Context: an optimization exercise on an open-source flow, tuned for small area, a short achievable clock period and few clock cycles. The choices shown serve that exercise and are no tape-out recipe. In this exercise RTL edits were held to simulation tests only and were not proved equivalent to the original. No activity file was given, so power comes from the tool's default toggle rates.

$ cat flow/design.v
module crc_top (
    input  wire        clk,
    input  wire        rst,
    input  wire        wr_en,
    input  wire        rd_en,
    input  wire [6:0]  addr,
    input  wire [31:0] wdata,
    output wire        ready,
    output reg         rvalid,
    output reg  [31:0] rdata
);
    reg  [6:0]  width;
    reg         refin;
    reg         refout;
    reg  [1:0]  feed_w;
    reg  [63:0] poly;
    reg  [63:0] init;
    reg  [63:0] xorout;
    reg  [63:0] state;
    reg  [31:0] state_hi_wr;      
    reg  [31:0] state_hi_rd;      
    reg  [31:0] result_hi_rd;     
    reg  [31:0] feed_data;
    reg  [2:0]  feed_left;        
    assign ready = (feed_left == 3'd0);
    wire acc_wr = wr_en && ready;
    wire acc_rd = rd_en && !wr_en && ready;
    wire [6:0]  w_eff = (width < 7'd3) ? 7'd3 : (width > 7'd64) ? 7'd64 : width;
    wire [63:0] wmask = (w_eff == 7'd64) ? 64'hFFFF_FFFF_FFFF_FFFF
                                         : ((64'd1 << w_eff) - 64'd1);
    wire [5:0]  top_idx = w_eff[5:0] - 6'd1;           
    wire [63:0] state_m = state & wmask;
    wire [63:0] poly_m  = poly & wmask;
    reg  [63:0] state_nx_byte;
    reg  [63:0] refl;
    reg  [63:0] s;
    reg         b, top;
    integer     k, j;
    always @(*) begin
        s = state;
        for (k = 0; k < 8; k = k + 1) begin
            b   = refin ? feed_data[k] : feed_data[7 - k];
            top = s[top_idx];
            s   = (s << 1) & wmask;
            if (top ^ b)
                s = s ^ poly_m;
        end
        state_nx_byte = s;
    end
    always @(*) begin
        refl = 64'd0;
        for (j = 0; j < 64; j = j + 1)
            if (j < w_eff)
                refl[j] = state_m[top_idx - j[5:0]];
    end
    wire [63:0] result = ((refout ? refl : state_m) ^ xorout) & wmask;
    always @(posedge clk) begin
        if (rst) begin
            width        <= 7'd32;
            refin        <= 1'b1;
            refout       <= 1'b1;
            feed_w       <= 2'd2;
            poly         <= 64'h0000_0000_04C1_1DB7;
            init         <= 64'h0000_0000_FFFF_FFFF;
            xorout       <= 64'h0000_0000_FFFF_FFFF;
            state        <= 64'd0;
            state_hi_wr  <= 32'd0;
            state_hi_rd  <= 32'd0;
            result_hi_rd <= 32'd0;
            feed_data    <= 32'd0;
            feed_left    <= 3'd0;
            rvalid       <= 1'b0;
            rdata        <= 32'd0;
        end else begin
            rvalid <= acc_rd;
            if (feed_left != 3'd0) begin
                state     <= state_nx_byte;
                feed_data <= {8'd0, feed_data[31:8]};
                feed_left <= feed_left - 3'd1;
            end
            if (acc_wr) begin
                case (addr[6:2])
                    5'h10: begin
                        width  <= wdata[6:0];
                        refin  <= wdata[7];
                        refout <= wdata[8];
                        feed_w <= wdata[10:9];
                    end
                    5'h11: poly[31:0]    <= wdata;
                    5'h12: poly[63:32]   <= wdata;
                    5'h13: init[31:0]    <= wdata;
                    5'h14: init[63:32]   <= wdata;
                    5'h15: xorout[31:0]  <= wdata;
                    5'h16: xorout[63:32] <= wdata;
                    5'h17: if (wdata[0]) state <= init & wmask;
                    5'h18: begin
                        feed_data <= wdata;
                        feed_left <= (feed_w == 2'd0) ? 3'd1 : (feed_w == 2'd1) ? 3'd2 : 3'd4;
                    end
                    5'h19: state <= {state_hi_wr, wdata} & wmask;
                    5'h1A: state_hi_wr <= wdata;
                    default: ;
                endcase
            end
            if (acc_rd) begin
                case (addr[6:2])
                    5'h10: rdata <= {21'd0, feed_w, refout, refin, width};
                    5'h11: rdata <= poly[31:0];
                    5'h12: rdata <= poly[63:32];
                    5'h13: rdata <= init[31:0];
                    5'h14: rdata <= init[63:32];
                    5'h15: rdata <= xorout[31:0];
                    5'h16: rdata <= xorout[63:32];
                    5'h19: begin
                        rdata       <= state[31:0];
                        state_hi_rd <= state[63:32];
                    end
                    5'h1A: rdata <= state_hi_rd;
                    5'h1B: begin
                        rdata        <= result[31:0];
                        result_hi_rd <= result[63:32];
                    end
                    5'h1C: rdata <= result_hi_rd;
                    default: rdata <= 32'd0;
                endcase
            end
        end
    end
endmodule
$ cat flow/run.sh
#!/bin/bash
# synth_recipe.tcl (not shown) runs the flow's synth.tcl, then flattens the netlist and writes it again
# the make line also repeats each setting of config.mk as NAME=value (left out here)
make -C /OpenROAD-flow-scripts/flow DESIGN_CONFIG=/design/flow/config.mk WORK_HOME=/design/flow/orfs CLKGATE_MAP_FILE= SYNTH_SCRIPT=/design/flow/synth_recipe.tcl finish
$ cat flow/config.mk
export PLATFORM = sky130hd
export DESIGN_NAME = crc_top
export DESIGN_NICKNAME = crc_top
export VERILOG_FILES = /design/flow/design.v
export SDC_FILE = /design/flow/constraint.sdc
export NUM_CORES = 4
export LEC_CHECK = 0
export CAP_MARGIN = 20
export CORE_MARGIN = 2
export CORE_UTILIZATION = 25
export PLACE_DENSITY = 0.45
export SLEW_MARGIN = 20
$ cat flow/constraint.sdc
create_clock -name core_clock -period 32.0 [get_ports {clk}]
set_input_delay 6.4000 -clock core_clock [delete_from_list [all_inputs] [get_ports {clk}]]
set_output_delay 6.4000 -clock core_clock [all_outputs]
set_load 0.01 [all_outputs]
==> results.ini <==
[routing]
remaining_drc_errors = 0
vias = 63300
drt-total-wl_um = 388000
wl_per_cell_um = 39.3
antenna_left = 0
drtIter0Drc = 10000
viasPerCell = 6.40
dr.pass1.iters = 6

[sta]
rsz0062_at_grt = no
max_slew.worst_pin.slew_ns = 1.42
setup_tns_ns = 0
layout_setup_ws_ns = 4.11
setup_viol = 0
fin_crit_sh = 0.872
skew_ns = 0.0433
finalHoldViolCount = 0
maxSlewHeadroom = 0.0426
clock.fmax_mhz = 35.9
post-route-min-period_ns = 27.89
slew_violations = 0

[clock_network]
ctsLongestPathBuffers = 3
ctsHoldBuffers = 0
clkTransAtPathRegs_ns = 0.06
clockRootBuffer = clkbuf_16
cts_buffers = 54
htreeDepth = 2
cts_setup_buffers = 0
clk_latency_ns = 0.71
clkSinkCount = 431
postCtsResizedCells = 0
cts_tree = done

[logic_synthesis]
ys_seq_elements = 431
synth_flop_cell = dfxtp_1
synth_area_um2 = 48600
synth_cells = 7252
synth_area_leaders = dfxtp_1 18%, nand2_1 11%, mux2i_1 6.3%, a21oi_1 5.6%, xnor2_1 5.4%
synth_cell_type_count = 108
synth_edf_count = 0
synth_top_area_frac = 0.178
syn_nets = 7320
ys_seq_area_frac = 0.178
async_reset_ff_frac = 0
yosys.area.top_type = dfxtp_1
postSynthAreaPerCell_um2 = 6.70
yosysWarningCount = 1

[finish]
multi_input_area_um2 = 37400
drive_above_1_share = 0.130
fin_cells = 9881
final.fill_count = 21200
fin_nets = 7365
register_area_um2 = 8630
area_growth_pct = 18.0

[power]
power.leakage_nw = 20.3
p_per_area_nw_per_um2 = 66.8
ir_drop_v = 0.0000530

[die]
design.die.area_um2 = 198000
die_w_um = 445
coreArea_um2 = 193000
fp.dieH_um = 445
num_rows = 161
initial_core_util = 0.252
ios = 77

[status]
outcome = finished clean

[min_path]
hp-class = reg2reg

[worst_setup_path]
cp.arrival_ns = 28.50
crit_path_max_incr_delay_ns = 1.08
worstSetupPathType = reg2reg
crit_slowest_cell = nor3_2
critPathCaptureType = flip-flop
critPathRequiredTime_ns = 32.61
critPathMaxFanout = 51
critPathLaunchType = flip-flop
cpMostUsedCell = buf_4

[global_route]
grt_max_degree = 121
grt_use_total = 0.376
grt_pass1_wl_um = 514000
grt_pass1_vias = 57200
overflow = 0
grt_antenna_before_repair = 40

[flow_run]
cap_violations = 0

[placed_design]
place_inst = 9767
post-place-ws_ns = 5.30
hpwl_um = 293000
gp_congestion = 1.10
io_buffers = 74

-- kinds of logic after synthesis --
family,Yosys count,share of synthesized area
buffers and inverters,811,0.0659
XOR/XNOR,476,0.0871
adder cells (fa/ha/maj),26,0.00664
AND/OR/NAND/NOR,3144,0.297
flip-flops,431,0.178
AO/OA/AOI/OAI,1984,0.278
multiplexers,380,0.0879
-- synthesized netlist by cell type, drive strengths merged (42+ instances only) --
| cell type | instances |
|---|---|
| nand4 | 103 |
| nor3 | 191 |
| a211oi | 56 |
| o21ai | 279 |
| and2 | 56 |
| inv | 102 |
| buf | 148 |
| o22ai | 61 |
| mux2i | 305 |
| nand2 | 1376 |
| a31oi | 128 |
| a21oi | 548 |
| xor2 | 175 |
| nor2 | 581 |
| a221oi | 77 |
| a22oi | 160 |
| nor4 | 58 |
| or3 | 43 |
| a22o | 43 |
| xnor2 | 301 |
| and3 | 133 |
| dfxtp | 431 |
| nor2b | 81 |
| a311oi | 93 |
| a21o | 68 |
| clkbuf | 560 |
| nand3 | 330 |
| a211o | 98 |
| mux2 | 42 |
-- through the flow --
stage	hold WS, ns	util	total power, mW	cell area [um2]
floorplan	0.431	-	1.85	48600
global placement	0.439	0.287	3.03	55300
detailed placement	0.444	0.287	3.03	55300
CTS	0.452	0.297	3.74	57200
global route	0.472	0.297	3.92	57300
finish	0.455	0.297	3.83	57300
-- path summary, 6_finish.rpt --
kind,start,endpoint,slack [ns],cells after the start
min reg2reg,result_hi_rd[11],result_hi_rd[11],0.45,2
max,width[2],state[4],4.11,80
max reg2reg,width[2],state[4],4.11,80
min,result_hi_rd[11],result_hi_rd[11],0.45,2
-- cells in the final DEF, fill, tap and decap left out, types with 29 or more instances in the layout --
| cell | instances |
|---|---|
| o211ai_1 | 39 |
| xor2_1 | 175 |
| o21ai_1 | 46 |
| nand4_1 | 102 |
| mux4_2 | 33 |
| a22oi_1 | 160 |
| o21a_1 | 29 |
| a21o_1 | 68 |
| o22ai_1 | 61 |
| nand3_1 | 326 |
| o21ai_0 | 228 |
| a311oi_1 | 91 |
| clkbuf_16 | 54 |
| inv_1 | 96 |
| a211o_1 | 98 |
| buf_12 | 33 |
| a31oi_1 | 124 |
| and2_1 | 51 |
| mux2i_1 | 301 |
| nand2_1 | 1371 |
| a21oi_1 | 543 |
| buf_4 | 590 |
| a22o_1 | 43 |
| a211oi_1 | 52 |
| nor4_1 | 54 |
| nand3b_1 | 29 |
| nor3_1 | 173 |
| dfxtp_1 | 429 |
| or3_1 | 43 |
| nor2_1 | 560 |
| and3_1 | 133 |
| nor2b_1 | 79 |
| clkdlybuf4s50_1 | 72 |
| mux2_2 | 36 |
| a221oi_1 | 76 |
| xnor2_1 | 290 |
| or2_2 | 32 |
| and4_1 | 29 |
-- flip-flops by register name (all words and copies together), names as in the netlist --
signal,flops
refin,1
rvalid,1
width,7
xorout,64
state_hi_wr,32
refout,1
feed_left,3
feed_w,2
result_hi_rd,32
state_hi_rd,32
poly,64
state,64
init,64
feed_data,32
rdata,32
-- area by class of cell --
| cell class | count | area share |
|---|---|---|
| antenna | 18 | 0.000786 |
| clock buffer | 70 | 0.0258 |
| clock inverter | 26 | 0.00733 |
| inverter | 103 | 0.00681 |
| multi-input combinational | 6010 | 0.652 |
| sequential | 431 | 0.151 |
| tap | 2526 | 0.0551 |
| timing repair buffer | 697 | 0.102 |
-- worst max-delay path, delay by kind of cell, from the launching register on --
kind                       cells  cell delay, ns
adders and majority gates      1            0.26
and+or+nand+nor               25           10.91
buffers and inverters         25            5.96
DFF                            1            0.30
AOI/OAI and AO/OA             21            7.36
xor gates and xnor gates       6            1.69
muxes                          2            0.73
-- power breakdown --
part / switching [mW] / leakage [nW] / internal, mW
combinational: 1.69 / 15.9 / 0.842
sequential: 0.0422 / 3.48 / 0.559
clock: 0.289 / 0.926 / 0.406
total: 2.02 / 20.3 / 1.81
-- routing by layer --
| metal | GRT usage | share of wire |
|---|---|---|
| met3 | 0.101 | 0.11 |
| met2 | 0.545 | 0.41 |
| met1 | 0.473 | 0.39 |
| met4 | 0.280 | 0.090 |
| met5 | 0 | 0.00027 |
Testbench counts, summed over its fixed seeds: cycles 222,203.

[separate check: timing with driven ports]
How much do the figures lean on ideal ports? The routed layout below was timed once more, with nothing changed but the port constraints. Step 1, drivers: a clkbuf_16 drives clk and a buf_2 each remaining input, both assumed. Step 2 times the ports against the registers' clock, not the clock port: input delays grow and output delays shrink by t, the midpoint of the rising clock arrivals with the driver on. Three values: no drivers, after step 1, after step 2; two values: the first two.
t (ns): 0.773
slack for setup (ns): 4.110 / 4.110 / 4.110
hold slack, ns: 0.455 / 0.455 / 0.455
clock arrival spread, ns: 0.044 / 0.044
cell pins on the clock port's net: 1
After both steps setup and hold are still met in this run. The setup slack of this run moves by 0.000 ns with the drivers and by 0.000 ns with both steps.
